Background: an optimization exercise with open tools, aiming at small area, a short achievable clock period and few clock cycles. Do not read the settings as production practice.
Function was checked by simulation only, so behaviour that the tests miss may differ from the original.

==> design/flow/design.v <==
module nyate_core (
    input  wire        clk,
    input  wire        rst,           
    input  wire [15:0] ilen,          
    input  wire [10:0] dlen,          
    output wire [14:0] imem_addr,
    input  wire [35:0] imem_rdata,
    output wire [15:0] dmem_addr,
    output wire        dmem_we,
    output wire [17:0] dmem_wdata,
    input  wire [17:0] dmem_rdata,
    output reg         halted,
    output reg  [3:0]  fault_cause,
    output reg  [17:0] fault_detail
);
    localparam K  = 2;           
    localparam NM = 18 / K;      
    localparam KM = 6;           
    localparam NMM = 18 / KM;    
    localparam [3:0] F_ILLEGAL    = 4'd1;
    localparam [3:0] F_CODE_RANGE = 4'd2;
    localparam [3:0] F_DATA_RANGE = 4'd3;
    localparam [3:0] F_DIV_ZERO   = 4'd5;
    localparam [3:0] F_TRAP       = 4'd9;
    localparam SW_Z = 0, SW_N = 1, SW_C = 2, SW_V = 3, SW_SO = 4, SW_DZ = 5,
               SW_TRAP_DZ = 8;
    localparam [8:0] SW_MASK = 9'h13F;
    reg [17:0] regs [0:15];
    reg [8:0]  sw;
    reg [15:0] d_pc;             
    reg        e_valid;
    reg [3:0]  e_step;
    reg [3:0]  e_rd;
    reg [17:0] e_a, e_b, e_imm;
    reg [18:0] e_acc;            
    reg [12:0] e_w;              
    reg        e_qneg, e_rneg;
    reg        e_pf;             
    reg [3:0]  e_pcause;
    reg        e_arith, e_sub, e_usec, e_wr, e_neg, e_abs, e_log, e_shf;
    reg        e_swap;           
    reg [1:0]  e_lop;
    reg [2:0]  e_sop;
    reg        e_rdsw, e_wrsw, e_mul, e_div, e_sgn, e_ld, e_st;
    reg        e_br, e_jal, e_jr, e_trap;
    reg        e_jtr;            
    reg        e_rreg;           
    reg        e_dz;             
    wire run = !halted;
    function [4:0] mod18(input [17:0] x);
        reg [4:0] pos, neg;
        reg [5:0] alt;
        reg [3:0] m9;
        begin
            pos = x[3:1] + x[9:7] + x[15:13];
            neg = x[6:4] + x[12:10] + {1'b0, x[17:16]};
            alt = {1'b0, pos} + 6'd18 - {1'b0, neg};             
            case (alt)
                6'd0, 6'd9,  6'd18, 6'd27, 6'd36: m9 = 4'd0;
                6'd1, 6'd10, 6'd19, 6'd28, 6'd37: m9 = 4'd1;
                6'd2, 6'd11, 6'd20, 6'd29, 6'd38: m9 = 4'd2;
                6'd3, 6'd12, 6'd21, 6'd30, 6'd39: m9 = 4'd3;
                6'd4, 6'd13, 6'd22, 6'd31:        m9 = 4'd4;
                6'd5, 6'd14, 6'd23, 6'd32:        m9 = 4'd5;
                6'd6, 6'd15, 6'd24, 6'd33:        m9 = 4'd6;
                6'd7, 6'd16, 6'd25, 6'd34:        m9 = 4'd7;
                default:                          m9 = 4'd8;
            endcase
            mod18 = {m9, x[0]};
        end
    endfunction
    wire [35:0] ins = imem_rdata;
    wire [17:0] imm = ins[35:18];
    wire [5:0]  op  = ins[17:12];
    wire [3:0]  rd  = ins[11:8];
    wire [3:0]  ra  = ins[7:4];
    wire [3:0]  rb  = ins[3:0];
    wire rd0 = (rd == 4'd0), ra0 = (ra == 4'd0), rb0 = (rb == 4'd0),
         imm0 = (imm == 18'd0);
    reg illegal;
    always @(*) begin
        illegal = 1'b0;
        if (op == 6'h00)                           
            illegal = !(rd0 && ra0 && rb0 && imm0);
        else if (op == 6'h01)                      
            illegal = !(ra0 && rb0);
        else if (op >= 6'h02 && op <= 6'h1B && op != 6'h10 && op != 6'h11)
            illegal = op[0] ? !rb0 : !imm0;        
        else if (op == 6'h10)                      
            illegal = !(rd0 && imm0);
        else if (op == 6'h11)                      
            illegal = !(rd0 && rb0);
        else if (op == 6'h1C || op == 6'h1D)       
            illegal = !(rb0 && imm0);
        else if (op >= 6'h1E && op <= 6'h21)       
            illegal = !imm0 || rd[0];
        else if (op == 6'h22)                      
            illegal = !(ra0 && rb0 && imm0);
        else if (op == 6'h23)                      
            illegal = !(rd0 && rb0 && imm0);
        else if (op == 6'h24 || op == 6'h25)       
            illegal = !rb0;
        else if (op == 6'h36)                      
            illegal = !(ra0 && rb0) || (imm[17:15] != 3'd0);
        else if (op == 6'h37)                      
            illegal = !(ra0 && rb0);
        else if (op == 6'h38)                      
            illegal = !(rd0 && rb0 && imm0);
        else if (op == 6'h3A)                      
            illegal = !(rd0 && ra0 && rb0);
        else
            illegal = 1'b1;
    end
    wire d_pcflt = (d_pc >= ilen);
    wire d_pf    = d_pcflt || illegal;
    wire is_alu  = (op >= 6'h02 && op <= 6'h1B);
    wire is_st   = (op == 6'h25);
    wire is_jal  = (op == 6'h37);
    wire use_imm = (is_alu && op[0]) || op == 6'h01 || op == 6'h1C || op == 6'h1D;
    wire [15:0] wen;
    wire [17:0] bus_e, bus_o;
    wire        b_rd  = op[5] && op[2];
    wire [15:0] sel_a = 16'd1 << ra;
    wire [15:0] sel_b = b_rd ? (16'd1 << rd) : (16'd1 << rb);
    reg  [17:0] rp_a, rp_b;
    integer ir;
    always @(*) begin
        rp_a = 18'd0;
        rp_b = 18'd0;
        for (ir = 0; ir < 16; ir = ir + 1) begin
            rp_a = rp_a | ({18{sel_a[ir]}} & regs[ir]);
            rp_b = rp_b | ({18{sel_b[ir]}} & regs[ir]);
        end
    end
    wire        hit_a = |(sel_a & wen);
    wire        hit_b = |(sel_b & wen);
    wire        par_b = b_rd ? rd[0] : rb[0];
    wire [17:0] fwd_a = hit_a ? (ra[0] ? bus_o : bus_e) : rp_a;
    wire [17:0] fwd_b = hit_b ? (par_b ? bus_o : bus_e) : rp_b;
    wire [15:0] d_pc1 = d_pc + 16'd1;
    wire e_first = e_valid && (e_step == 4'd0);
    wire cin     = sw[SW_C];
    wire [17:0] add_x  = e_swap ? 18'd0 : e_a;
    wire [17:0] add_y0 = e_swap ? e_a : e_b;
    wire [17:0] add_y  = e_sub ? ~add_y0 : add_y0;
    wire        add_ci = e_sub ? !(e_usec && cin) : ((e_usec && cin) || (e_mul && e_sgn));
    wire [18:0] add_t  = {1'b0, add_x} + {1'b0, add_y} + {18'd0, add_ci};
    wire [17:0] add_r  = add_t[17:0];
    wire        add_c  = e_sub ? !add_t[18] : add_t[18];
    wire        add_v  = (add_x[17] == add_y[17]) && (add_r[17] != add_x[17]);
    reg [17:0] log_r;
    always @(*) begin
        case (e_lop)
            2'd0: log_r = e_a & e_b;
            2'd1: log_r = e_a | e_b;
            2'd2: log_r = e_a ^ e_b;
            default: log_r = e_b;
        endcase
    end
    wire [17:0] k      = e_b;
    wire        k_hi0  = (k[17:5] == 13'd0);
    wire        k_lt19 = k_hi0 && (k[4:0] < 5'd19);
    wire        k_lt18 = k_hi0 && (k[4:0] < 5'd18);
    wire        k_ge18 = !k_lt18;
    wire        is_rot  = (e_sop == 3'd3) || (e_sop == 3'd4);
    wire        is_left = (e_sop == 3'd0) || (e_sop == 3'd3);
    wire        rot_pre = e_shf && e_rreg && e_step == 4'd0;
    wire [4:0]  rot_m   = e_imm[4:0];
    wire [4:0]  sh_amt  = is_rot ? rot_m : (k_lt18 ? k[4:0] : 5'd0);
    wire [4:0]  sh_rr   = (is_left && sh_amt != 5'd0) ? 5'd18 - sh_amt : sh_amt;
    wire [17:0] sh_y0   = e_a;
    wire [17:0] sh_y1   = sh_rr[4] ? {sh_y0[15:0], sh_y0[17:16]} : sh_y0;
    wire [17:0] sh_y2   = sh_rr[3] ? {sh_y1[7:0],  sh_y1[17:8]}  : sh_y1;
    wire [17:0] sh_y3   = sh_rr[2] ? {sh_y2[3:0],  sh_y2[17:4]}  : sh_y2;
    wire [17:0] sh_y4   = sh_rr[1] ? {sh_y3[1:0],  sh_y3[17:2]}  : sh_y3;
    wire [17:0] sh_y    = sh_rr[0] ? {sh_y4[0],    sh_y4[17:1]}  : sh_y4;
    reg  [17:0] sh_t;
    integer jt;
    always @(*)
        for (jt = 0; jt < 18; jt = jt + 1)
            sh_t[jt] = !k_lt18 || (jt < k[4:0]);
    wire        sh_zero = (e_sop[2:1] == 2'd0) && !k_lt19;         
    reg  [17:0] sh_r;
    integer ji;
    always @(*)
        for (ji = 0; ji < 18; ji = ji + 1)
            case (e_sop)
                3'd0:    sh_r[ji] = !sh_zero && !sh_t[ji] && sh_y[ji];
                3'd1:    sh_r[ji] = !sh_zero && !sh_t[17 - ji] && sh_y[ji];
                3'd2:    sh_r[ji] = sh_t[17 - ji] ? e_a[17] : sh_y[ji];
                default: sh_r[ji] = sh_y[ji];
            endcase
    wire        sh_nz   = is_rot ? (rot_m != 5'd0) : (k != 18'd0);
    wire        sh_c    = sh_nz && !sh_zero && (is_left ? sh_y[0] : sh_y[17]);
    reg [17:0] ms, mc, mq, pp, fs;
    integer j;
    always @(*) begin
        ms = e_acc[17:0];
        mc = e_imm;
        mq = e_b;
        for (j = 0; j < KM; j = j + 1) begin
            pp = mq[0] ? e_a : 18'd0;
            if (e_sgn) begin
                if (j == KM - 1 && e_step == NMM - 1)
                    pp[16:0] = ~pp[16:0];
                else
                    pp[17] = ~pp[17];
            end
            fs = ms ^ mc ^ pp;
            mc = (ms & mc) | (ms & pp) | (mc & pp);
            mq = {fs[0], mq[17:1]};
            ms = {1'b0, fs[17:1]};
        end
    end
    wire [17:0] mul_hi = {add_r[17] ^ e_sgn, add_r[16:0]};
    wire        bneg  = e_sgn && e_b[17];
    wire        bpos1 = !bneg;
    wire [20:0] dv_y  = bneg ? {{3{e_b[17]}}, e_b} : ~{3'b0, e_b};
    wire [20:0] dv_y2 = {dv_y[19:0], bpos1};
    wire [20:0] dv_T  = {1'b0, e_acc[17:0], e_imm[17:16]};
    wire [20:0] dv_d1 = dv_T + dv_y + {20'd0, bpos1};
    wire [20:0] dv_d2 = dv_T + dv_y2 + {20'd0, bpos1};
    wire [20:0] dv_cs = dv_T ^ dv_y ^ dv_y2;
    wire [20:0] dv_cc = {(dv_T[19:0] & dv_y[19:0]) | (dv_T[19:0] & dv_y2[19:0]) |
                         (dv_y[19:0] & dv_y2[19:0]), bpos1};
    wire [20:0] dv_d3 = dv_cs + dv_cc + {20'd0, bpos1};
    wire        dv_ge1 = !dv_d1[20], dv_ge2 = !dv_d2[20], dv_ge3 = !dv_d3[20];
    wire [17:0] dv_r  = dv_ge3 ? dv_d3[17:0] : dv_ge2 ? dv_d2[17:0] :
                        dv_ge1 ? dv_d1[17:0] : dv_T[17:0];
    wire [17:0] dv_q  = {e_imm[15:0], dv_ge2, dv_ge3 || (dv_ge1 && !dv_ge2)};
    wire [17:0] dv_qf = e_qneg ? (18'd0 - e_imm) : e_imm;
    wire [17:0] dv_rf = e_rneg ? (18'd0 - e_acc[17:0]) : e_acc[17:0];
    wire        dv_vf = e_sgn && !e_qneg && e_imm[17];
    wire        bzero = (e_b == 18'd0);
    reg cond;
    always @(*) begin
        case (e_rd)
            4'd0:  cond = 1'b1;
            4'd1:  cond = sw[SW_Z];
            4'd2:  cond = !sw[SW_Z];
            4'd3:  cond = sw[SW_C];
            4'd4:  cond = !sw[SW_C];
            4'd5:  cond = sw[SW_N];
            4'd6:  cond = !sw[SW_N];
            4'd7:  cond = sw[SW_V];
            4'd8:  cond = !sw[SW_V];
            4'd9:  cond = !sw[SW_C] && !sw[SW_Z];
            4'd10: cond = sw[SW_C] || sw[SW_Z];
            4'd11: cond = (sw[SW_N] == sw[SW_V]);
            4'd12: cond = (sw[SW_N] != sw[SW_V]);
            4'd13: cond = !sw[SW_Z] && (sw[SW_N] == sw[SW_V]);
            4'd14: cond = sw[SW_Z] || (sw[SW_N] != sw[SW_V]);
            default: cond = sw[SW_SO];
        endcase
    end
    wire [14:0] tgt    = e_jr ? e_a[14:0] : e_imm[14:0];
    wire        trange = ({1'b0, tgt} >= ilen);
    wire        take   = e_valid && (e_jal || e_jr || (e_br && cond));
    wire [17:0] maddr  = e_a + e_imm;
    wire [6:0]  m_lo   = {1'b0, e_a[5:0]} + {1'b0, e_imm[5:0]};
    wire [12:0] m_u    = {1'b0, e_a[17:6]} + {1'b0, e_imm[17:6]} + {12'd0, m_lo[6]};
    wire [13:0] m_v    = {2'b0, e_a[17:6]} + {e_w[12], e_w} + {13'd0, m_lo[6]};
    wire        mrange = !m_v[13] && (!m_u[12] || m_v[12]);
    reg        flt;
    reg [3:0]  flt_cause;
    reg [17:0] flt_detail;
    always @(*) begin
        flt = 1'b0; flt_cause = 4'd0; flt_detail = 18'd0;
        if (e_first) begin
            if (e_pf) begin
                flt = 1'b1; flt_cause = e_pcause; flt_detail = e_b;
            end else if (e_trap) begin
                flt = 1'b1; flt_cause = F_TRAP; flt_detail = e_imm;
            end else if ((e_ld || e_st) && mrange) begin
                flt = 1'b1; flt_cause = F_DATA_RANGE; flt_detail = maddr;
            end else if (take && trange) begin
                flt = 1'b1; flt_cause = F_CODE_RANGE; flt_detail = {3'd0, tgt};
            end else if (e_div && bzero && sw[SW_TRAP_DZ]) begin
                flt = 1'b1; flt_cause = F_DIV_ZERO; flt_detail = 18'd0;
            end
        end
    end
    wire mul_end = e_mul && (e_step == NMM);
    wire div_end = e_div && (e_step == NM + 1);
    wire div_dz  = e_div && (e_step == 4'd1) && e_dz;
    wire ld_end  = e_ld && (e_step == 4'd1);
    reg  e_last;
    always @(*) begin
        if (e_ld)       e_last = ld_end;
        else if (e_mul) e_last = mul_end;
        else if (e_div) e_last = div_end || div_dz;
        else if (e_shf) e_last = !rot_pre;
        else            e_last = 1'b1;
    end
    wire stall = e_valid && !e_last;
    wire blk   = e_pf || (e_jal && e_jtr) || (e_div && bzero && sw[SW_TRAP_DZ]);
    wire act   = e_valid && run && !blk;
    wire single = e_valid && e_last && (e_arith || e_abs || e_log || e_shf || e_rdsw);
    reg [17:0] res;
    always @(*) begin
        res = 18'd0;
        if (e_arith)          res = add_r;
        if (e_abs)            res = e_a[17] ? add_r : e_a;
        if (e_log)            res = log_r;
        if (e_shf)            res = sh_r;
        if (e_rdsw)           res = {9'd0, sw};
    end
    reg        we1, we2;
    reg [17:0] wd1, wd2;
    always @(*) begin
        we1 = 1'b0; we2 = 1'b0;
        wd1 = res;  wd2 = res;
        if (ld_end) begin
            we1 = 1'b1; wd1 = dmem_rdata; wd2 = dmem_rdata;
        end else if (mul_end) begin
            we1 = 1'b1; we2 = 1'b1; wd1 = e_imm; wd2 = mul_hi;
        end else if (div_end) begin
            we1 = 1'b1; we2 = 1'b1; wd1 = dv_qf; wd2 = dv_rf;
        end else if (div_dz) begin
            we1 = 1'b1; we2 = 1'b1; wd1 = 18'd0; wd2 = e_a;
        end else if (single) begin
            we1 = e_wr;
        end
        if (!act) begin
            we1 = 1'b0; we2 = 1'b0;
        end
    end
    wire [3:0] rd_hi = {e_rd[3:1], 1'b1};
    genvar g;
    generate
        for (g = 0; g < 16; g = g + 1) begin : g_wen
            assign wen[g] = (we1 && e_rd == g) || (we2 && rd_hi == g);
        end
    endgenerate
    assign bus_e = wd1;
    assign bus_o = we2 ? wd2 : wd1;
    reg [8:0] sw_n;
    always @(*) begin
        sw_n = sw;
        if (e_wrsw) begin
            sw_n = e_a[8:0] & SW_MASK;
        end else if (mul_end) begin
            sw_n[SW_Z] = (e_imm == 18'd0) && (mul_hi == 18'd0);
            sw_n[SW_N] = mul_hi[17];
            sw_n[SW_C] = 1'b0;
            sw_n[SW_V] = 1'b0;
        end else if (div_end || div_dz) begin
            sw_n[SW_Z] = (wd1 == 18'd0);
            sw_n[SW_N] = wd1[17];
            sw_n[SW_C] = 1'b0;
            sw_n[SW_V] = div_end && dv_vf;
            if (div_end && dv_vf) sw_n[SW_SO] = 1'b1;
            if (div_dz) sw_n[SW_DZ] = 1'b1;
        end else if (e_arith || e_abs || (e_log && e_lop != 2'd3) || e_shf) begin
            sw_n[SW_Z] = (res == 18'd0);
            sw_n[SW_N] = res[17];
            if (e_arith)  sw_n[SW_C] = add_c;
            if (e_shf)    sw_n[SW_C] = sh_c;
            if (e_arith || e_abs) begin
                sw_n[SW_V] = add_v;
                if (add_v) sw_n[SW_SO] = 1'b1;
            end
        end
    end
    wire sw_we = act && ((e_first && (e_wrsw || e_arith || e_abs || e_log)) || div_dz
                         || (e_shf && !rot_pre) || mul_end || div_end);
    wire [15:0] next_pc = take ? {1'b0, tgt} : (stall ? d_pc : d_pc1);
    assign imem_addr = rst ? 15'd0 : next_pc[14:0];
    wire d_go = run && !stall && !take;
    assign dmem_addr  = maddr[15:0];
    assign dmem_we    = e_valid && run && e_st && !e_pf && !mrange;
    assign dmem_wdata = e_b;
    integer i;
    always @(posedge clk) begin
        for (i = 0; i < 16; i = i + 1)
            if (rst || wen[i])
                regs[i] <= rst ? 18'd0 : (i[0] ? bus_o : bus_e);
        if (rst) begin
            sw           <= 9'd0;
            d_pc         <= 16'd0;
            e_valid      <= 1'b0;
            e_step       <= 4'd0;
            halted       <= 1'b0;
            fault_cause  <= 4'd0;
            fault_detail <= 18'd0;
        end else if (run) begin
            if (sw_we) sw <= sw_n;
            if (e_valid && flt) begin
                halted       <= 1'b1;
                fault_cause  <= flt_cause;
                fault_detail <= flt_detail;
            end
            d_pc <= next_pc;
            if (stall) begin
                e_step <= e_step + 4'd1;
                if (e_mul) begin
                    if (e_step == NMM - 1) begin
                        e_a   <= ms;
                        e_b   <= mc;
                        e_imm <= mq;
                    end else begin
                        e_acc <= {1'b0, ms};
                        e_imm <= mc;
                        e_b   <= mq;
                    end
                end
                if (e_shf)
                    e_imm[4:0] <= mod18(k);
                if (e_div) begin
                    if (e_step == 4'd0) begin
                        e_dz   <= bzero;
                        e_imm  <= (e_sgn && e_a[17]) ? add_r : e_a;
                        e_acc  <= 19'd0;
                        e_qneg <= e_sgn && (e_a[17] != e_b[17]);
                        e_rneg <= e_sgn && e_a[17];
                    end else begin
                        e_imm <= dv_q;
                        e_acc <= {1'b0, dv_r};
                    end
                end
            end else begin
                e_valid <= d_go;
                e_step  <= 4'd0;
                e_acc   <= 19'd0;
                e_rd    <= rd;
                e_a     <= fwd_a;
                e_b     <= d_pcflt ? {2'd0, d_pc} : illegal ? ins[17:0] :
                           use_imm ? imm : (is_jal ? {2'd0, d_pc1} : fwd_b);
                e_jtr   <= ({1'b0, imm[14:0]} >= ilen);
                e_w     <= {1'b0, imm[17:6]} - {2'b0, dlen};
                e_imm   <= (op == 6'h19 || op == 6'h1B) ? {imm[17:5], mod18(imm)} : imm;
                e_rreg  <= (op == 6'h18 || op == 6'h1A);
                e_pf    <= d_pf;
                e_pcause <= d_pcflt ? F_CODE_RANGE : F_ILLEGAL;
                e_arith <= ((op >= 6'h02 && op <= 6'h11) && !(op >= 6'h0A && op <= 6'h0F)
                                  || op == 6'h1C);
                e_sub   <= (op >= 6'h06 && op <= 6'h11) || op == 6'h1C || op == 6'h1D
                           || op == 6'h21;
                e_usec  <= (op >= 6'h04 && op <= 6'h05) || (op >= 6'h08 && op <= 6'h09);
                e_wr    <= !(op == 6'h10 || op == 6'h11);
                e_neg   <= (op == 6'h1C);
                e_abs   <= (op == 6'h1D);
                e_swap  <= (op == 6'h1C || op == 6'h1D || op == 6'h21);
                e_log   <= ((op >= 6'h0A && op <= 6'h0F) || op == 6'h01 || op == 6'h37);
                e_lop   <= (op == 6'h0A || op == 6'h0B) ? 2'd0 :
                           (op == 6'h0C || op == 6'h0D) ? 2'd1 :
                           (op == 6'h0E || op == 6'h0F) ? 2'd2 : 2'd3;
                e_shf   <= (op >= 6'h12 && op <= 6'h1B);
                e_sop   <= (op - 6'h12) >> 1;
                e_rdsw  <= (op == 6'h22);
                e_wrsw  <= (op == 6'h23);
                e_mul   <= (op == 6'h1E || op == 6'h1F);
                e_div   <= (op == 6'h20 || op == 6'h21);
                e_sgn   <= (op == 6'h1F || op == 6'h21);
                e_ld    <= (op == 6'h24);
                e_st    <= (op == 6'h25);
                e_br    <= (op == 6'h36);
                e_jal   <= (op == 6'h37);
                e_jr    <= (op == 6'h38);
                e_trap  <= (op == 6'h3A);
            end
        end
    end
endmodule
==> design/flow/flow/run.sh <==
#!/bin/bash
# Layout flow: the standard layout (the make command of standard.sh),
# except that
#  - the port buffers are plain sky130_fd_sc_hd__buf_2 cells instead of the
#    delay cells buffer_ports picks on its own (every port still gets one);
#  - timing repair aims for 6.8 ns, so that the critical paths get
#    repaired although the 14 ns clock is met, and it may resize cells to
#    other footprints (MATCH_CELL_FOOTPRINT=0). The constraints are unchanged.
# The make output goes to standard_flow.log; each ORFS step keeps its own
# log under orfs/logs/.
set -euo pipefail
cd "$(dirname "$0")/.."
export BUFFER_PORTS_ARGS="-buffer_cell sky130_fd_sc_hd__buf_2"
export SETUP_SLACK_MARGIN=7.2
sed 's/"\${@:-finish}"/MATCH_CELL_FOOTPRINT=0 finish/' standard.sh > standard_nofp.sh
grep -q 'MATCH_CELL_FOOTPRINT=0 finish' standard_nofp.sh
bash standard_nofp.sh > standard_flow.log 2>&1
==> design/flow/standard.sh <==
#!/bin/bash
# synth_recipe.tcl (not shown) runs the flow's synth.tcl, then flattens the netlist and writes it again
# the make line also repeats each setting of config.mk as NAME=value (left out here)
make -C /OpenROAD-flow-scripts/flow DESIGN_CONFIG=/design/flow/config.mk WORK_HOME=/design/flow/orfs CLKGATE_MAP_FILE= SYNTH_SCRIPT=/design/flow/synth_recipe.tcl "${@:-finish}"
==> design/flow/config.mk <==
export PLATFORM = sky130hd
export DESIGN_NAME = nyate_core
export DESIGN_NICKNAME = nyate_core
export VERILOG_FILES = /design/flow/design.v
export SDC_FILE = /design/flow/constraint.sdc
export NUM_CORES = 4
export LEC_CHECK = 0
export ABC_AREA = 1
export CAP_MARGIN = 20
export CORE_MARGIN = 2
export CORE_UTILIZATION = 50
export CTS_BUF_LIST = sky130_fd_sc_hd__clkbuf_8
export SLEW_MARGIN = 20
==> design/flow/constraint.sdc <==
create_clock -name core_clock -period 14.0 [get_ports {clk}]
set_input_delay 2.8000 -clock core_clock [delete_from_list [all_inputs] [get_ports {clk}]]
set_output_delay 2.8000 -clock core_clock [all_outputs]
set_load 0.01 [all_outputs]
==> results of run 1 <==
synthesized netlist by cell type (all sizes together) (11+ instances only):
cell type	count	area share
o22ai	36	0.0053
or2	15	0.0022
ha	237	0.070
o21a	11	0.0020
a32o	16	0.0038
o21ai	415	0.050
o211ai	74	0.013
a31oi	31	0.0046
nor2	467	0.043
nand3	386	0.049
nor4	14	0.0021
nand2	1371	0.12
fa	148	0.070
edfxtp	409	0.29
buf	40	0.0060
o221ai	29	0.0060
nand4	83	0.012
clkbuf	206	0.018
a21boi	13	0.0033
o2111ai	26	0.0054
xnor2	18	0.0037
a21oi	386	0.046
a22oi	18	0.0032
o21bai	22	0.0042
inv	733	0.065
a221oi	92	0.019
clkinv	16	0.0014
dfxtp	51	0.024
a211oi	31	0.0055
xor2	133	0.028
nor3	61	0.0075
layer usage:
layer	routed length, um	track usage
met1	76100	0.596
met2	87100	0.693
met3	33000	0.202
met4	20800	0.374
met5	409	0.0153
path summary, 6_finish.rpt:
path / slack [ns] / to / from
worst max register to register: 7.27 / e_b[3] / e_b[17]
worst min register to register: 0.50 / fault_cause[0] / fault_cause[0]
worst min-delay path: 0.50 / fault_cause[0] / fault_cause[0]
worst max-delay path: 7.27 / e_b[3] / e_b[17]
kinds of logic after synthesis:
family | after synthesis
and+or+nand+nor | 2408
AOI/OAI and AO/OA | 1245
buffers and inverters | 995
DFF | 460
adders and majority gates | 385
xor gates and xnor gates | 151
other | 1
state kept, by name, summed over array words and instances, names as in the netlist, 2 cells and up:
name          cells
regs            288
e_a              18
e_acc            18
e_b              18
e_imm            18
fault_detail     18
d_pc             16
e_w              13
sw                7
e_rd              4
e_step            4
fault_cause       4
e_sop             3
e_lop             2
e_pcause          2
what timing repair did:
item	in CTS	in global routing
setup endpoints to repair	20	42
gates cloned	2	0
gates resized for setup	10	29
pin swaps	3	2
setup buffers	14	3
through the flow:
| step | hold slack [ns] | instances | area (um^2) | util |
|---|---|---|---|---|
| finish | 0.501 | 6980 | 46700 | 0.558 |
| global route | 0.513 | 6969 | 46600 | 0.558 |
| CTS | 0.506 | 6960 | 46500 | 0.556 |
| detailed placement | 0.470 | 6792 | 44600 | 0.534 |
| global placement | 0.474 | 6788 | 44500 | 0.533 |
| floorplan | 0.444 | 5646 | 42200 | - |
layout make-up:
| type | instances | area, um^2 | area share |
|---|---|---|---|
| multi-input combinational | 4192 | 25200 | 0.541 |
| sequential | 460 | 13300 | 0.285 |
| inverter | 749 | 2820 | 0.0605 |
| timing repair buffer | 330 | 2190 | 0.0469 |
| tap | 1080 | 1350 | 0.0290 |
| clock buffer | 86 | 1180 | 0.0254 |
| clock inverter | 66 | 520 | 0.0112 |
| antenna | 16 | 40.0 | 0.000858 |
| timing repair inverter | 1 | 5.00 | 0.000107 |
worst reg2reg max path: cells and delay by family (launching register included):
family	cells	cell delay (ns)
buffers and inverters	8	1.50
flip-flops	1	0.86
AO/OA/AOI/OAI	3	0.49
AND/OR/NAND/NOR	18	3.64
==> summary.txt, run 1 <==
Worst setup path
  • Cell family with the largest share of critical-path delay: simple AND/OR/NAND/NOR gates
  • Worst path arrival time: 7.18 ns
  • Max stage delay on crit path: 0.86 ns
  • Worst Path Required: 14.45 ns
  • Worst Setup Start Kind: register
  • Buf/Inv on CP: 8
  • Crit-path slowest cell: edfxtp_1
  • Stages on worst setup path: 29
  • Crit path top cell by count: nand2_1
  • Maximum fanout along the worst path: 27
  • Critical path endpoint category: register
  • Crit path kind: register to register
  • R2R depth: 29

Floorplanning
  • Num rows: 106
  • Die X: between 200 and 300 um
  • Die ar.: ~87000 um^2
  • Starting Density: 0.505
  • IO Pins: ~160
  • Die Ht: 295 um
  • Core footprint: 83600 um^2

Drt
  • Routed Antenna Nets: 0
  • DR WL/cell: ~31 um
  • Vias after detailed routing: 45748
  • Residual DRC: 0
  • Pre-Repair DR Iteration Count: 7
  • Number of DRC markers in iteration 0: 7427
  • Total Wirelength: 217000 um
  • Routed vias/inst: 6.55

Synthesis
  • Simple-gate share of the synthesized area: 0.241
  • Syn Inst Count: between 5000 and 6000
  • Synth unique cells: 72
  • Asr flop ratio synth: 0
  • Post-Synth Adder-Cell Area: 0.140
  • XOR/XNOR Fraction of Synth Area: 0.0313
  • Ys flop type: edfxtp_1
  • Netlist area before placement: 42200 um^2
  • Yosys warns: 2
  • EDFF count, synth: 409
  • FF+latch count, synth: 460
  • Mux share of post-synthesis cell area: 0
  • Sequential share of the synthesized area: 0.315
  • Syn avg cell area: 7.48 um^2
  • Compound-Gate Fraction of Synth Area: 0.181
  • Largest family of logic cells by synthesized area: simple AND/OR/NAND/NOR gates

STA
  • Final setup violation count: 0
  • RSZ-0062 raised after global routing: false
  • Fin crit share: 0.481
  • Final-report hold violation count: 0
  • Crit path time final: about 6.7 ns
  • Setup Skew: 0.0973 ns
  • Fmax: 149 MHz
  • Least-Margin Pin Slew: 1.37 ns
  • Setup tns final: 0 ns
  • Slew margin rel.: 0.0745
  • Post-route setup slack: between 7 and 8 ns
  • Fin. max-slew vios: 0

Global route
  • Initial antenna violation count: 31
  • First-pass GRT wire length: 302000 um
  • Vias in the first global route: between 40000 and 50000
  • Gr usage total: 0.492
  • Largest net degree at the start of global routing: 55
  • Grt total ovfl: 0

Finish
  • Most frequent cells in the layout: nand2_1, inv_1, nor2_1, edfxtp_1, o21ai_0
  • Commonest non-fill, non-tap cell in the layout: nand2_1
  • Fillers: 8019
  • Layout cells sized above 1: 0.101
  • Area growth from synthesis to layout: 10.6%
  • Final Net Count: 6286

Hold path
  • Worst hold path class: register to register
  • Worst Hold Path Cells: 2

Placed design
  • DP HPWL: roughly 160000 um
  • Port Buffer Count: ~160
  • Final Wtd Congestion: 1.09
  • Post-placement setup slack: 6.94 ns

Clock tree
  • Clk latency of the worst-skew pair: roughly 0.78 ns
  • CTS clk-pin slew, worst paths: ~0.06 ns
  • Hold Buf Count CTS: 0
  • Num CTS Buffers: 84
  • CTS max path bufs: 3
  • Clock Sinks: 460
  • Htree depth: 3
  • CTS tree: built
  • Root Driver: clkbuf_8

Job
  • MaxCap Viol Count: 0

Outcome
  • Status: no timing/DRC/antenna violations
Testbench counts, summed over its fixed seeds: cycles 73,868.
==> inputs of run 2 (changes only) <==
--- a/design/flow/flow/run.sh
+++ b/design/flow/flow/run.sh
@@ -6,5 +6,6 @@
 #  - timing repair aims for 6.8 ns, so that the critical paths get
 #    repaired although the 14 ns clock is met, and it may resize cells to
-#    other footprints (MATCH_CELL_FOOTPRINT=0). The constraints are unchanged.
+#    other footprints (MATCH_CELL_FOOTPRINT=0). The constraints are unchanged;
+#  - clock tree synthesis adds no dummy loads.
 # The make output goes to standard_flow.log; each ORFS step keeps its own
 # log under orfs/logs/.
@@ -13,4 +14,5 @@
 export BUFFER_PORTS_ARGS="-buffer_cell sky130_fd_sc_hd__buf_2"
 export SETUP_SLACK_MARGIN=7.2
+export CTS_ARGS="-sink_clustering_enable -repair_clock_nets -buf_list sky130_fd_sc_hd__clkbuf_8 -dont_use_dummy_load"
 sed 's/"\${@:-finish}"/MATCH_CELL_FOOTPRINT=0 finish/' standard.sh > standard_nofp.sh
 grep -q 'MATCH_CELL_FOOTPRINT=0 finish' standard_nofp.sh
--- a/design/flow/config.mk
+++ b/design/flow/config.mk
@@ -6,5 +6,4 @@
 export NUM_CORES = 4
 export LEC_CHECK = 0
-export ABC_AREA = 1
 export CAP_MARGIN = 20
 export CORE_MARGIN = 2
==> run 2 against run 1 <==
Via count down 2.5%. Cell count decreased by 12%. Register-to-register slack lost 0.24 ns. First-iteration DRC count shrank 4.4%. Sequential cell count is the same. Design area grew 0.43%. Die area increased by 1.6%. Highest routed layer unchanged. Critical endpoint is now dmem_we.
==> summary.txt, run 2 <==
Outcome
  • Status: no timing/DRC/antenna violations (unchanged)

Floorplanning
  • Die X: 297 um (was 295 um)
  • Die ar.: 88100 um^2 (was 86700 um^2)
  • IO Pins: 156 (unchanged)
  • Core footprint: 85000 um^2 (was 83600 um^2)
  • Num rows: 107 (was 106)
  • Starting Density: 0.504 (was 0.505)
  • Die Ht: 297 um (was 295 um)

Clock tree
  • Htree depth: 3 (unchanged)
  • Num CTS Buffers: 84 (unchanged)
  • Clock Sinks: 460 (unchanged)
  • Hold Buf Count CTS: 0 (unchanged)
  • Clk latency of the worst-skew pair: 0.76 ns (was 0.78 ns)
  • CTS clk-pin slew, worst paths: 0.06 ns (about the same)
  • CTS tree: built (unchanged)
  • Root Driver: clkbuf_8 (unchanged)
  • CTS max path bufs: 3 (unchanged)

Finish
  • Area of the multi-input gates: 27600 um^2 (was 25200 um^2)
  • Finished Cell Area: 46900 um^2 (was 46700 um^2)
  • Most frequent cells in the layout: nor2_1, nand2_1, edfxtp_1, a21oi_1, inv_1 (was nand2_1, inv_1, nor2_1, edfxtp_1, o21ai_0)
  • Number of flip-flops in the largest register: 288 (unchanged)
  • Biggest register: regs (unchanged)
  • Final core utilization: 0.551 (was 0.558)
  • FF+latch area: 13300 um^2 (about the same)
  • Area growth from synthesis to layout: 9.29% (was 10.6%)
  • Commonest non-fill, non-tap cell in the layout: nor2_1 (was nand2_1)
  • Final Net Count: 5461 (was 6286)
  • Layout cells sized above 1: 0.124 (was 0.101)
  • Fillers: 7972 (was 8019)

Global route
  • Largest net degree at the start of global routing: 56 (was 55)
  • Vias in the first global route: 41488 (was 41501)
  • Initial antenna violation count: 22 (was 31)
  • Gr usage total: 0.489 (was 0.492)
  • First-pass GRT wire length: 310000 um (was 302000 um)
  • Grt total ovfl: 0 (unchanged)

Worst setup path
  • Maximum fanout along the worst path: 2 (was 27)
  • Worst path arrival time: 4.64 ns (was 7.18 ns)
  • Cell breakdown of the critical path: buf_8 > ha_4 > fa_2 > a21o_1 > a21oi_2 > o21bai_1 > a21o_1 > buf_4 > buf_6 > a21o_1 > a21oi_1 > nor2b_1 > o21ai_0 > a21o_1 > maj3_2 > nor3b_4 > buf_2
  • Critical path endpoint category: output pin (was register)
  • Crit path top cell by count: a21o_1 (was nand2_1)
  • Max stage delay on crit path: 0.43 ns (was 0.86 ns)
  • Crit-path slowest cell: nor3b_4 (was edfxtp_1)
  • Crit path kind: register to output pin (was register to register)
  • Worst Path Required: 11.20 ns (was 14.45 ns)
  • Worst Setup Start Kind: register (unchanged)

STA
  • WHS: 0.455 ns (was 0.501 ns)
  • Fin crit share: 0.531 (was 0.481)
  • Setup tns final: 0 ns (unchanged)
  • Fin. max-slew vios: 0 (unchanged)
  • Slew margin rel.: 0.191 (was 0.0745)
  • Final setup violation count: 0 (unchanged)
  • Fmax: 134 MHz (was 149 MHz)
  • Crit path time final: 7.44 ns (was 6.73 ns)
  • Final-report hold violation count: 0 (unchanged)
  • Least-Margin Pin Slew: 1.21 ns (was 1.37 ns)
  • Setup Skew: 0.127 ns (was 0.0973 ns)
  • RSZ-0062 raised after global routing: true (was false)

Synthesis
  • FF+latch count, synth: 460 (unchanged)
  • Sequential share of the synthesized area: 0.310 (was 0.315)
  • Yosys warns: 2 (unchanged)
  • Yosys top cell area share: 0.286 (was 0.291)
  • Synth cell count leaders: nor2_1, nand2_1, edfxtp_1 (was nand2_1, inv_1, nor2_1)
  • Area leader, netlist: edfxtp_1 (unchanged)
  • Netlist area before placement: 42900 um^2 (was 42200 um^2)
  • Syn Inst Count: 4876 (was 5645)
  • Asr flop ratio synth: 0 (unchanged)
  • EDFF count, synth: 409 (unchanged)
  • Synth unique cells: 112 (was 72)
  • Dominant cell by count in the synthesized netlist: nor2_1 (was nand2_1)
  • Syn avg cell area: 8.79 um^2 (was 7.48 um^2)
  • Area contributors post-synth: edfxtp_1, ha_1, fa_1 (was edfxtp_1, nand2_1, ha_1)
  • Ys flop type: edfxtp_1 (unchanged)

Placed design
  • Final Wtd Congestion: 1.09 (about the same)
  • Placed Area: 45300 um^2 (was 44600 um^2)
  • DP HPWL: 158000 um (was 162000 um)
  • Port Buffer Count: 155 (unchanged)

Drt
  • Routed Antenna Nets: 0 (unchanged)
  • Routed vias/inst: 7.26 (was 6.55)
  • Pre-Repair DR Iteration Count: 10 (was 7)
  • Residual DRC: 0 (unchanged)
  • Number of DRC markers in iteration 0: 7098 (was 7427)
  • Vias after detailed routing: 44594 (was 45748)
  • DR WL/cell: 36.2 um (was 31.1 um)
  • Total Wirelength: 222000 um (was 217000 um)

Job
  • MaxCap Viol Count: 0 (unchanged)

Hold path
  • Worst hold path class: register to register (unchanged)
==> run 2: cell count changes in the layout (fill, tap and decap cells not counted), moves of 89 or more <==
cell	previous run	this run
inv_1	722	278
a22o_1	5	112
xnor2_1	18	130
nand2_1	1353	424
o21ai_0	387	267
a22oi_1	18	107
nand3_1	361	181
==> run 2: final cells by class <==
type,instances,share of cell area
inverter,286,0.0230
timing repair buffer,351,0.0490
tap,1144,0.0305
antenna,10,0.000534
sequential,460,0.284
clock buffer,84,0.0247
multi-input combinational,3810,0.588
==> run 2: kinds of logic (layout without fill, tap and decap cells) <==
group                      count (synthesis)  after routing  synth area share
AOI/OAI and AO/OA                       1577           1577             0.256
and+or+nand+nor                         1526           1526             0.167
buffers and inverters                    607            721            0.0550
DFF                                      460            460             0.310
adders and majority gates                387            387             0.139
xor gates and xnor gates                 208            208            0.0425
muxes                                    110            110            0.0306
other                                      1             12         0.0000875
==> run 2: per-layer routing <==
layer  global-route usage  wire length (um)  up-vias
li1                     -                 -    18432
met1                0.577             75200    21134
met2                0.709             91000     3820
met3                0.186             32500     1184
met4                0.396             23400       24
met5              0.00271               175        -
==> run 2: worst max-delay path, delay by kind of cell, from the launching register on <==
kind                     cells  cell delay (ns)
AO/OA/AOI/OAI                8             1.53
buffers and inverters        4             0.61
flip-flops                   1             0.42
adder cells (fa/ha/maj)      3             0.87
AND/OR/NAND/NOR              2             0.49
==> run 2: path summary, 6_finish.rpt <==
| kind | from | end | slack, ns | cells past startpoint |
|---|---|---|---|---|
| setup reg to reg | e_mul | e_b[5] | 7.03 | 17 |
| setup / recovery | e_imm[0] | dmem_we | 6.56 | 17 |
| hold / removal | fault_cause[2] | fault_cause[2] | 0.45 | 2 |
| hold reg to reg | fault_cause[2] | fault_cause[2] | 0.45 | 2 |
==> run 2: through the flow <==
step / setup WS, ns / instances
5_1_grt: 6.46 / 6137
3_5_place_dp: 6.51 / 6028
6_report: 6.56 / 6145
4_1_cts: 6.54 / 6125
3_3_place_gp: 6.56 / 6027
2_1_floorplan: 7.32 / 4877
==> run 2: what timing repair did <==
action | CTS | global route
gates resized for setup | 16 | 29
pin swaps | 4 | 10
buffers inserted | 13 | 9
gates cloned | 0 | 1
endpoints found under the setup margin | 19 | 149
==> inputs of run 3 (changes only) <==
--- a/design/flow/config.mk
+++ b/design/flow/config.mk
@@ -6,4 +6,5 @@
 export NUM_CORES = 4
 export LEC_CHECK = 0
+export ABC_AREA = 1
 export CAP_MARGIN = 20
 export CORE_MARGIN = 2
==> run 3 against run 2 <==
Clock skew decreased by 0.0034 ns. Die area is 1.5% lower. Worst setup slack improved by 0.70 ns. Highest routed layer unchanged. Critical path depth shrank 4. Largest cell class unchanged. Design area fell by 1.7%. Critical path type unchanged.
==> summary.txt, run 3 <==
Worst setup path
  • Worst path arrival time: 3.94 ns (was 4.64 ns)
  • R2R depth: 29 (was 17)
  • Max stage delay on crit path: 0.59 ns (was 0.43 ns)
  • R2R Setup Slk: 7.36 ns (was 7.03 ns)
  • Worst Setup Start Kind: register (unchanged)
  • Buf/Inv on CP: 4 (unchanged)
  • Worst Path Required: 11.20 ns (about the same)
  • Critical path endpoint category: output pin (unchanged)
  • Cell family with the largest share of critical-path delay: simple AND/OR/NAND/NOR gates (was compound AO/OA/AOI/OAI gates)
  • Cell breakdown of the critical path: nand4_1 > nand2_2 > clkinvlp_4 > a21oi_1 > o21bai_2 > nand3_4 > clkinv_1 > buf_6 > nand2_1 > o211ai_1 > o21ai_0 > nor2_1 > buf_2 (was buf_8 > ha_4 > fa_2 > a21o_1 > a21oi_2 > o21bai_1 > a21o_1 > buf_4 > buf_6 > a21o_1 > a21oi_1 > nor2b_1 > o21ai_0 > a21o_1 > maj3_2 > nor3b_4 > buf_2)
  • Crit path kind: register to output pin (unchanged)
  • Crit-path slowest cell: edfxtp_1 (was nor3b_4)
  • FF-to-FF End: e_b[10] (was e_b[5])
  • Worst r2r src: e_b[17] (was e_mul)
  • Maximum fanout along the worst path: 34 (was 2)

Clock tree
  • Clock Sinks: 460 (unchanged)
  • Num CTS Buffers: 84 (unchanged)
  • Root Driver: clkbuf_8 (unchanged)
  • CTS max path bufs: 3 (unchanged)
  • CTS clk-pin slew, worst paths: 0.05 ns (was 0.06 ns)
  • Htree depth: 3 (unchanged)
  • Clk latency of the worst-skew pair: 0.76 ns (about the same)
  • CTS tree: built (unchanged)

Drt
  • Vias after detailed routing: 45524 (was 44594)
  • Routed vias/inst: 6.59 (was 7.26)
  • Routed Antenna Nets: 0 (unchanged)
  • DR WL/cell: 31.3 um (was 36.2 um)
  • Residual DRC: 0 (unchanged)
  • Number of DRC markers in iteration 0: 7427 (was 7098)
  • Total Wirelength: 216000 um (was 222000 um)
  • Pre-Repair DR Iteration Count: 9 (was 10)

STA
  • Final-report hold violation count: 0 (unchanged)
  • RSZ-0062 raised after global routing: false (was true)
  • Fin. max-slew vios: 0 (unchanged)
  • Slew margin rel.: 0.236 (was 0.191)
  • WHS: 0.493 ns (was 0.455 ns)
  • Setup tns final: 0 ns (unchanged)
  • Fin crit share: 0.481 (was 0.531)
  • Final setup violation count: 0 (unchanged)
  • Setup Skew: 0.123 ns (was 0.127 ns)
  • Least-Margin Pin Slew: 1.14 ns (was 1.21 ns)
  • Crit path time final: 6.74 ns (was 7.44 ns)
  • Fmax: 148 MHz (was 134 MHz)

Placed design
  • Port Buffer Count: 155 (unchanged)
  • Final Wtd Congestion: 1.09 (about the same)
  • DP HPWL: 162000 um (was 158000 um)

Job
  • MaxCap Viol Count: 0 (unchanged)

Finish
  • Layout cells sized above 1: 0.0955 (was 0.124)
  • Fillers: 8096 (was 7972)
  • Final Net Count: 6281 (was 5461)
  • Commonest non-fill, non-tap cell in the layout: nand2_1 (was nor2_1)
  • Biggest register: regs (unchanged)
  • Number of flip-flops in the largest register: 288 (unchanged)
  • FF+latch area: 13300 um^2 (about the same)
  • Area growth from synthesis to layout: 9.09% (was 9.29%)
  • Most frequent cells in the layout: nand2_1, inv_1, nor2_1, edfxtp_1, o21ai_0 (was nor2_1, nand2_1, edfxtp_1, a21oi_1, inv_1)
  • Area of the multi-input gates: 25200 um^2 (was 27600 um^2)

Floorplanning
  • Num rows: 106 (was 107)
  • Core footprint: 83600 um^2 (was 85000 um^2)
  • Die ar.: 86700 um^2 (was 88100 um^2)
  • Starting Density: 0.505 (was 0.504)
  • IO Pins: 156 (unchanged)
  • Die X: 295 um (was 297 um)
  • Die Ht: 295 um (was 297 um)

Synthesis
  • Yosys warns: 2 (unchanged)
  • Sequential share of the synthesized area: 0.315 (was 0.310)
  • Syn Inst Count: 5645 (was 4876)
  • FF+latch count, synth: 460 (unchanged)
  • Netlist area before placement: 42200 um^2 (was 42900 um^2)
  • Area contributors post-synth: edfxtp_1, nand2_1, ha_1 (was edfxtp_1, ha_1, fa_1)
  • EDFF count, synth: 409 (unchanged)
  • Area leader, netlist: edfxtp_1 (unchanged)
  • Ys flop type: edfxtp_1 (unchanged)
  • Asr flop ratio synth: 0 (unchanged)
  • Dominant cell by count in the synthesized netlist: nand2_1 (was nor2_1)
  • Synth unique cells: 72 (was 112)
  • Synth cell count leaders: nand2_1, inv_1, nor2_1 (was nor2_1, nand2_1, edfxtp_1)
  • Yosys top cell area share: 0.291 (was 0.286)
  • Syn avg cell area: 7.48 um^2 (was 8.79 um^2)

Hold path
  • Worst hold path class: register to register (unchanged)
  • Hold_sp: sw[5] (was fault_cause[2])
  • Worst Hold Path Cells: 2 (unchanged)
  • Hold path endpoint: sw[5] (was fault_cause[2])

Global route
  • Initial antenna violation count: 29 (was 22)
  • Gr usage total: 0.490 (was 0.489)
  • Grt total ovfl: 0 (unchanged)
  • Vias in the first global route: 41370 (was 41488)
  • Largest net degree at the start of global routing: 55 (was 56)
  • First-pass GRT wire length: 301000 um (was 310000 um)

Outcome
  • Status: no timing/DRC/antenna violations (unchanged)
==> run 3: cell type report <==
| class | instances | share of cell area |
|---|---|---|
| flip-flops and latches | 460 | 0.289 |
| inverters | 749 | 0.0613 |
| repair buffers | 325 | 0.0460 |
| multi-input cells | 4192 | 0.548 |
| diodes | 20 | 0.00109 |
| clock buffers | 84 | 0.0251 |
| well taps | 1080 | 0.0294 |
| repair inverters | 1 | 0.000109 |
==> run 3: cells by family (layout without fill, tap and decap cells) <==
kind of cell	Yosys count	in the layout	share of synthesized area
other	1	22	0.0000889
buffers and inverters	995	1159	0.0910
xor gates and xnor gates	151	151	0.0313
and+or+nand+nor	2408	2409	0.241
adders and majority gates	385	385	0.140
DFF	460	460	0.315
AOI/OAI and AO/OA	1245	1245	0.181
==> run 3: routing by layer <==
| metal | share of wire | track usage |
|---|---|---|
| met5 | 0.00058 | 0 |
| met4 | 0.094 | 0.362 |
| met2 | 0.40 | 0.692 |
| met3 | 0.15 | 0.198 |
| met1 | 0.35 | 0.599 |
==> run 3: tightest hold or removal path, stage by stage, from the launching register on <==
cell and delay (ns):
dfxtp_1 0.29, inv_1 0.08, a211oi_1 0.07
==> run 3: worst max-delay path by stage <==
stage,end,cells past startpoint,startpoint
finish,imem_addr[10],13,e_div
floorplan,e_imm[1],17,imem_rdata[29]
CTS,dmem_we,13,e_imm[1]
global placement,e_imm[2],18,imem_rdata[35]
detailed placement,imem_addr[10],13,e_div
global route,dmem_addr[15],16,e_imm[2]
==> run 3: timing repair <==
action | in CTS | in global routing
gates resized for setup | 9 | 20
pin swaps | 3 | 2
hold buffers | 0 | 0
setup endpoints to repair | 16 | 32
gates cloned | 2 | 0
buffers inserted | 9 | 4
==> run 3: stage by stage <==
| step | setup WS (ns) | std cells | cell area (um^2) | utilization |
|---|---|---|---|---|
| after CTS | 7.21 | 6887 | 45900 | 0.549 |
| final | 7.26 | 6911 | 46000 | 0.551 |
| after detailed placement | 6.94 | 6792 | 44600 | 0.534 |
| after global placement | 6.97 | 6788 | 44500 | 0.533 |
| after floorplan | 7.63 | 5646 | 42200 | - |
| after global routing | 7.18 | 6897 | 46000 | 0.551 |
==> inputs of run 4 (changes only) <==
--- a/design/flow/flow/run.sh
+++ b/design/flow/flow/run.sh
@@ -4,5 +4,5 @@
 #  - the port buffers are plain sky130_fd_sc_hd__buf_2 cells instead of the
 #    delay cells buffer_ports picks on its own (every port still gets one);
-#  - timing repair aims for 6.8 ns, so that the critical paths get
+#  - timing repair aims for 6.4 ns, so that the critical paths get
 #    repaired although the 14 ns clock is met, and it may resize cells to
 #    other footprints (MATCH_CELL_FOOTPRINT=0). The constraints are unchanged;
@@ -13,5 +13,5 @@
 cd "$(dirname "$0")/.."
 export BUFFER_PORTS_ARGS="-buffer_cell sky130_fd_sc_hd__buf_2"
-export SETUP_SLACK_MARGIN=7.2
+export SETUP_SLACK_MARGIN=7.6
 export CTS_ARGS="-sink_clustering_enable -repair_clock_nets -buf_list sky130_fd_sc_hd__clkbuf_8 -dont_use_dummy_load"
 sed 's/"\${@:-finish}"/MATCH_CELL_FOOTPRINT=0 finish/' standard.sh > standard_nofp.sh
==> run 4 against run 3 <==
Still clean. Critical path depth up 3. Clock skew shrank 0.0018 ns. First-iteration DRC count up 3.2%. Count of clock-buffer cells in the layout is the same. Design area increased by 1.5%. Via count up 0.76%.
==> summary.txt, run 4 <==
Drt
  • Residual DRC: 0 (unchanged)
  • DR WL/cell: 31.4 um (was 31.3 um)
  • Vias after detailed routing: 45871 (was 45524)
  • Pre-Repair DR Iteration Count: 7 (was 9)
  • Number of DRC markers in iteration 0: 7662 (was 7427)
  • Routed vias/inst: 6.60 (was 6.59)
  • Routed Antenna Nets: 0 (unchanged)
  • Total Wirelength: 218000 um (was 216000 um)

Finish
  • Post-Layout Cell Count: 6946 (was 6911)
  • Final Net Count: 6320 (was 6281)
  • Finished Cell Area: 46800 um^2 (was 46000 um^2)
  • Final core utilization: 0.560 (was 0.551)
  • Biggest register: regs (unchanged)
  • Commonest non-fill, non-tap cell in the layout: nand2_1 (unchanged)
  • Most frequent cells in the layout: nand2_1, inv_1, nor2_1, edfxtp_1, o21ai_0 (unchanged)
  • Number of flip-flops in the largest register: 288 (unchanged)
  • Layout cells sized above 1: 0.109 (was 0.0955)
  • Area growth from synthesis to layout: 10.8% (was 9.09%)

Clock tree
  • CTS clk-pin slew, worst paths: 0.05 ns (about the same)
  • Clk latency of the worst-skew pair: 0.76 ns (about the same)
  • CTS max path bufs: 3 (unchanged)
  • Num CTS Buffers: 84 (unchanged)
  • Clock Sinks: 460 (unchanged)
  • Root Driver: clkbuf_8 (unchanged)
  • Htree depth: 3 (unchanged)
  • CTS tree: built (unchanged)
  • Hold Buf Count CTS: 0 (unchanged)

Placed design
  • Placed insts: 6792 (unchanged)
  • Final Wtd Congestion: 1.09 (unchanged)
  • Placed Area: 44600 um^2 (unchanged)
  • DP HPWL: 162000 um (unchanged)
  • Port Buffer Count: 155 (unchanged)

STA
  • Setup tns final: 0 ns (unchanged)
  • Fmax: 154 MHz (was 148 MHz)
  • RSZ-0062 raised after global routing: true (was false)
  • Setup Skew: 0.121 ns (was 0.123 ns)
  • Fin. max-slew vios: 0 (unchanged)
  • Final setup violation count: 0 (unchanged)
  • Least-Margin Pin Slew: 1.40 ns (was 1.14 ns)
  • Fin crit share: 0.465 (was 0.481)
  • Final-report hold violation count: 0 (unchanged)
  • Crit path time final: 6.51 ns (was 6.74 ns)
  • Slew margin rel.: 0.0580 (was 0.236)

Synthesis
  • Syn Inst Count: 5645 (unchanged)
  • Sequential share of the synthesized area: 0.315 (unchanged)
  • Synth cell count leaders: nand2_1, inv_1, nor2_1 (unchanged)
  • FF+latch count, synth: 460 (unchanged)
  • Dominant cell by count in the synthesized netlist: nand2_1 (unchanged)
  • Syn avg cell area: 7.48 um^2 (unchanged)
  • Netlist area before placement: 42200 um^2 (unchanged)
  • EDFF count, synth: 409 (unchanged)
  • Area leader, netlist: edfxtp_1 (unchanged)
  • Ys flop type: edfxtp_1 (unchanged)
  • Yosys warns: 2 (unchanged)
  • Asr flop ratio synth: 0 (unchanged)
  • Area contributors post-synth: edfxtp_1, nand2_1, ha_1 (unchanged)
  • Synth unique cells: 72 (unchanged)
  • Yosys top cell area share: 0.291 (unchanged)

Floorplanning
  • Starting Density: 0.505 (unchanged)
  • Core footprint: 83600 um^2 (unchanged)
  • Num rows: 106 (unchanged)
  • Die Ht: 295 um (unchanged)
  • Die X: 295 um (unchanged)
  • IO Pins: 156 (unchanged)
  • Die ar.: 86700 um^2 (unchanged)

Global route
  • Initial antenna violation count: 27 (was 29)
  • Largest net degree at the start of global routing: 55 (unchanged)
  • Vias in the first global route: 41638 (was 41370)
  • Grt total ovfl: 0 (unchanged)
  • Gr usage total: 0.493 (was 0.490)
  • First-pass GRT wire length: 303000 um (was 301000 um)

Worst setup path
  • Crit path top cell by count: nand2_2
  • Max stage delay on crit path: 0.58 ns (was 0.59 ns)
  • Crit path kind: register to output pin (unchanged)
  • R2R depth: 21 (was 29)
  • Critical path endpoint category: output pin (unchanged)
  • Cell family with the largest share of critical-path delay: compound AO/OA/AOI/OAI gates (was simple AND/OR/NAND/NOR gates)
  • Worst Path Required: 11.20 ns (about the same)
  • Worst path arrival time: 3.71 ns (was 3.94 ns)
  • Maximum fanout along the worst path: 3 (was 34)
  • Crit-path slowest cell: edfxtp_1 (unchanged)
  • Stages on worst setup path: 16 (was 13)
  • Buf/Inv on CP: 2 (was 4)
  • Worst Setup Start Kind: register (unchanged)
  • Cell breakdown of the critical path: buf_6 > ha_4 > nand3_2 > nand2_2 > a21oi_2 > o21bai_1 > nand3_1 > nand2_2 > a21oi_2 > o21bai_1 > nand3_1 > nand2_2 > a31oi_4 > o21ai_2 > xor2_1 > buf_2 (was nand4_1 > nand2_2 > clkinvlp_4 > a21oi_1 > o21bai_2 > nand3_4 > clkinv_1 > buf_6 > nand2_1 > o211ai_1 > o21ai_0 > nor2_1 > buf_2)

Job
  • MaxCap Viol Count: 0 (unchanged)

Hold path
  • Worst hold path class: register to register (unchanged)
  • Worst Hold Path Cells: 2 (unchanged)

Outcome
  • Status: no timing/DRC/antenna violations (unchanged)
## run 4: cell counts after synthesis
Identical to the previous run, type by type.
## run 4: cell type report
type,instances,area (um^2)
fillers,8033,36800
multi-input cells,4193,25500
flip-flops and latches,460,13300
inverters,749,2840
repair buffers,363,2580
well taps,1080,1350
clock buffers,84,1160
diodes,16,40.0
repair inverters,1,5.00
## run 4: final timing paths
kind | from | end | slack, ns
hold reg to reg | sw[5] | sw[5] | 0.49
hold / removal | sw[5] | sw[5] | 0.49
setup reg to reg | e_a[1] | regs[9][7] | 7.65
setup / recovery | e_imm[1] | dmem_addr[15] | 7.49
## run 4: what timing repair did
| item | in CTS | in global routing |
|---|---|---|
| resized for setup | 54 | 69 |
| buffers inserted | 19 | 30 |
| endpoints found under the setup margin | 45 | 102 |
| pin swaps | 7 | 27 |
| gates cloned | 3 | 2 |
## run 4: cell families (layout without fill, tap and decap cells)
logic type / count (synthesis) / in the layout / share of synthesized area
AND/OR/NAND/NOR: 2408 / 2410 / 0.241
AO/OA/AOI/OAI: 1245 / 1245 / 0.181
buffers and inverters: 995 / 1197 / 0.0910
flip-flops: 460 / 460 / 0.315
adder cells (fa/ha/maj): 385 / 385 / 0.140
XOR/XNOR: 151 / 151 / 0.0313
other: 1 / 18 / 0.0000889
## run 4: stage by stage
| step | hold slack (ns) | worst slack (ns) |
|---|---|---|
| 2_1_floorplan | 0.444 | 7.63 |
| 3_3_place_gp | 0.474 | 6.97 |
| 3_5_place_dp | 0.470 | 6.94 |
| 4_1_cts | 0.484 | 7.57 |
| 5_1_grt | 0.509 | 7.43 |
| 6_report | 0.494 | 7.49 |
## run 4: per-layer routing
metal,vias to the layer above,part of all wire,GRT usage
li1,19578,-,-
met1,21438,0.35,0.599
met2,3779,0.40,0.696
met3,1054,0.15,0.196
met4,22,0.097,0.374
met5,-,0.0014,0.0153
## run 4: worst register-to-register path, stage by stage (launching register included)
cell,delay [ns]
edfxtp_1,0.38
buf_12,0.16
buf_4,0.23
clkinv_1,0.66
nor2_1,0.42
ha_1,0.17
nand3_1,0.11
or2_2,0.29
nand3_1,0.14
nand2_1,0.07
nand2_1,0.14
xor2_1,0.87
inv_1,0.10
nand2_1,0.10
a31oi_1,0.09
o31ai_1,0.64
nand3_2,0.21
nand2_1,0.16
a21boi_2,0.16
nand2_1,0.09
nand2_1,0.16
nor2_1,0.67
==> inputs of run 5 (changes only) <==
--- a/design/flow/config.mk
+++ b/design/flow/config.mk
@@ -9,5 +9,5 @@
 export CAP_MARGIN = 20
 export CORE_MARGIN = 2
-export CORE_UTILIZATION = 50
+export CORE_UTILIZATION = 55
 export CTS_BUF_LIST = sky130_fd_sc_hd__clkbuf_8
 export SLEW_MARGIN = 20
==> run 5 against run 4 <==
Sequential share of layout area grew 0.22 points. Maximum frequency grew 1.5%. Non-clock buffer count shrank 18. Via count shrank 0.37%. Die area shrank 9.0%. Synthesized cell count is the same. Largest cell class unchanged.
==> summary.txt, run 5 <==
Outcome
  • Status: no timing/DRC/antenna violations (unchanged)

STA
  • Final-report hold violation count: 0 (unchanged)
  • Slew margin rel.: 0.184 (was 0.0580)
  • Fin. max-slew vios: 0 (unchanged)
  • Fin crit share: 0.458 (was 0.465)
  • Final setup violation count: 0 (unchanged)
  • Fmax: 156 MHz (was 154 MHz)
  • Post-route setup slack: 7.58 ns (was 7.49 ns)
  • RSZ-0062 raised after global routing: true (unchanged)
  • WHS: 0.488 ns (was 0.494 ns)
  • Setup Skew: 0.0983 ns (was 0.121 ns)
  • Setup tns final: 0 ns (unchanged)
  • Least-Margin Pin Slew: 1.22 ns (was 1.40 ns)
  • Crit path time final: 6.42 ns (was 6.51 ns)

Floorplanning
  • Core footprint: 75900 um^2 (was 83600 um^2)
  • IO Pins: 156 (unchanged)
  • Num rows: 101 (was 106)
  • Die ar.: 79000 um^2 (was 86700 um^2)
  • Starting Density: 0.556 (was 0.505)
  • Die Ht: 281 um (was 295 um)
  • Die X: 281 um (was 295 um)

Finish
  • Final Net Count: 6297 (was 6320)
  • Fillers: 6851 (was 8033)
  • Biggest register: regs (unchanged)
  • Number of flip-flops in the largest register: 288 (unchanged)
  • Commonest non-fill, non-tap cell in the layout: nand2_1 (unchanged)
  • Area growth from synthesis to layout: 9.94% (was 10.8%)
  • Area of the multi-input gates: 25500 um^2 (about the same)
  • Most frequent cells in the layout: nand2_1, inv_1, nor2_1, edfxtp_1, o21ai_0 (unchanged)
  • Layout cells sized above 1: 0.107 (was 0.109)
  • FF+latch area: 13300 um^2 (about the same)

Worst setup path
  • Worst path arrival time: 3.62 ns (was 3.71 ns)
  • Maximum fanout along the worst path: 3 (unchanged)
  • R2R depth: 32 (was 21)
  • Worst Setup EP: dmem_we (was dmem_addr[15])
  • Worst r2r src: e_b[7] (was e_a[1])
  • Worst Setup Start Kind: register (unchanged)
  • Worst Path Required: 11.20 ns (about the same)
  • R2R Setup Slk: 7.61 ns (was 7.65 ns)
  • CP startpoint: e_a[3] (was e_imm[1])
  • Crit path kind: register to output pin (unchanged)
  • FF-to-FF End: e_b[3] (was regs[9][7])
  • Critical path endpoint category: output pin (unchanged)

Placed design
  • Post-placement setup slack: 6.83 ns (was 6.94 ns)
  • DP HPWL: 148000 um (was 162000 um)
  • Final Wtd Congestion: 1.11 (was 1.09)
  • Port Buffer Count: 155 (unchanged)

Global route
  • Grt total ovfl: 0 (unchanged)
  • Largest net degree at the start of global routing: 57 (was 55)
  • Gr usage total: 0.504 (was 0.493)
  • First-pass GRT wire length: 286000 um (was 303000 um)
  • Vias in the first global route: 42050 (was 41638)
  • Initial antenna violation count: 17 (was 27)

Clock tree
  • Root Driver: clkbuf_8 (unchanged)
  • Hold Buf Count CTS: 0 (unchanged)
  • Clk latency of the worst-skew pair: 0.74 ns (was 0.76 ns)
  • Clock Sinks: 460 (unchanged)
  • Htree depth: 3 (unchanged)
  • CTS max path bufs: 3 (unchanged)
  • CTS tree: built (unchanged)
  • Num CTS Buffers: 78 (was 84)
  • CTS clk-pin slew, worst paths: 0.06 ns (was 0.05 ns)

Synthesis
  • Yosys top cell area share: 0.291 (unchanged)
  • Synth cell count leaders: nand2_1, inv_1, nor2_1 (unchanged)
  • Syn Inst Count: 5645 (unchanged)
  • Yosys warns: 2 (unchanged)
  • Area leader, netlist: edfxtp_1 (unchanged)
  • Asr flop ratio synth: 0 (unchanged)
  • FF+latch count, synth: 460 (unchanged)
  • Ys flop type: edfxtp_1 (unchanged)
  • Sequential share of the synthesized area: 0.315 (unchanged)
  • Dominant cell by count in the synthesized netlist: nand2_1 (unchanged)
  • Area contributors post-synth: edfxtp_1, nand2_1, ha_1 (unchanged)
  • Synth unique cells: 72 (unchanged)
  • Syn avg cell area: 7.48 um^2 (unchanged)
  • Netlist area before placement: 42200 um^2 (unchanged)
  • EDFF count, synth: 409 (unchanged)

Hold path
  • Worst hold path class: register to register (unchanged)
  • Worst Hold Path Cells: 2 (unchanged)
  • Hold_sp: fault_cause[0] (was sw[5])

Drt
  • Residual DRC: 0 (unchanged)
  • Total Wirelength: 202000 um (was 218000 um)
  • Vias after detailed routing: 45702 (was 45871)
  • Routed vias/inst: 6.66 (was 6.60)
  • Pre-Repair DR Iteration Count: 8 (was 7)
  • Number of DRC markers in iteration 0: 7707 (was 7662)
  • DR WL/cell: 29.4 um (was 31.4 um)
  • Routed Antenna Nets: 0 (unchanged)

Job
  • MaxCap Viol Count: 0 (unchanged)
## run 5: kinds of logic after synthesis
kind of cell,count (synthesis),share of synthesized area
AOI/OAI and AO/OA,1245,0.181
xor gates and xnor gates,151,0.0313
adders and majority gates,385,0.140
buffers and inverters,995,0.0910
DFF,460,0.315
other,1,0.0000889
and+or+nand+nor,2408,0.241
## run 5: per-stage QoR
stage,instances,cell area [um^2],util
after global routing,6858,46400,0.611
after floorplan,5646,42200,-
after detailed placement,6732,44400,0.585
after CTS,6823,45700,0.602
after global placement,6729,44400,0.584
final,6864,46400,0.611
## run 5: area by class of cell
| class | count | area share |
|---|---|---|
| timing repair inverter | 1 | 0.000108 |
| antenna | 7 | 0.000378 |
| multi-input combinational | 4194 | 0.550 |
| timing repair buffer | 345 | 0.0506 |
| tap | 1030 | 0.0278 |
| clock buffer | 78 | 0.0231 |
| inverter | 749 | 0.0613 |
| sequential | 460 | 0.287 |
## run 5: worst min path at each step
stage / end / slack (ns)
5_1_grt: fault_cause[0] / 0.52
3_5_place_dp: fault_cause[0] / 0.48
6_report: fault_cause[0] / 0.49
3_3_place_gp: fault_cause[0] / 0.48
4_1_cts: fault_cause[0] / 0.49
2_1_floorplan: sw[5] / 0.44
## run 5: critical path, cell delays in order (launching register included)
cell and delay (ns):
edfxtp_1 0.64, ha_4 0.40, buf_4 0.12, a21oi_2 0.07
o21ai_2 0.19, a21oi_4 0.07, fa_2 0.32, inv_1 0.06
a21oi_1 0.06, o21ai_1 0.14, a21oi_1 0.09, o21ai_1 0.16
nand3_1 0.11, nand2_2 0.11, o21ai_2 0.07, a21oi_2 0.15
buf_2 0.15
## run 5: timing repair
action,CTS,global route
endpoints found under the setup margin,34,180
buffers inserted,11,31
resized for setup,28,98
hold endpoints to repair,0,0
pin swaps,3,36
gates cloned,2,2
## run 5: layer usage
metal / GRT usage / vias to the layer above / share of wire / wire [um]
li1: - / 19514 / - / -
met1: 0.633 / 20975 / 0.35 / 70100
met2: 0.709 / 4061 / 0.40 / 80100
met3: 0.198 / 1140 / 0.17 / 33500
met4: 0.348 / 12 / 0.090 / 18200
met5: 0 / - / 0.00041 / 82

==> static timing again, ports no longer ideal <==
How much do the figures lean on ideal ports? The routed layouts below were timed once more, with nothing changed but the port constraints. Step 1: set_driving_cell puts a clkbuf_16 on clk and a buf_2 on each other input, an assumption about the parent block. Step 2, shift: input delay + t, output delay - t, t = (earliest + latest rising clock arrival at the registers) / 2. This alone moves slack from input paths to output paths. a / b / c = ideal / step 1 / step 2; a / b = the first two.
run | t (ns) | setup slack, ns | clock arrival spread, ns
run 1 | 0.803 | 7.269 / 7.269 / 6.470 | 0.097 / 0.097
run 2 | 0.761 | 6.559 / 6.492 / 6.658 | 0.127 / 0.127
run 3 | 0.763 | 7.262 / 7.194 / 6.563 | 0.123 / 0.123
run 4 | 0.770 | 7.485 / 7.415 / 6.810 | 0.121 / 0.122
run 5 | 0.755 | 7.581 / 7.512 / 7.052 | 0.109 / 0.108
After both steps every run listed still meets setup and hold. The setup slack of run 1, which loses most, moves by 0.000 ns with the drivers and by -0.799 ns with both steps.
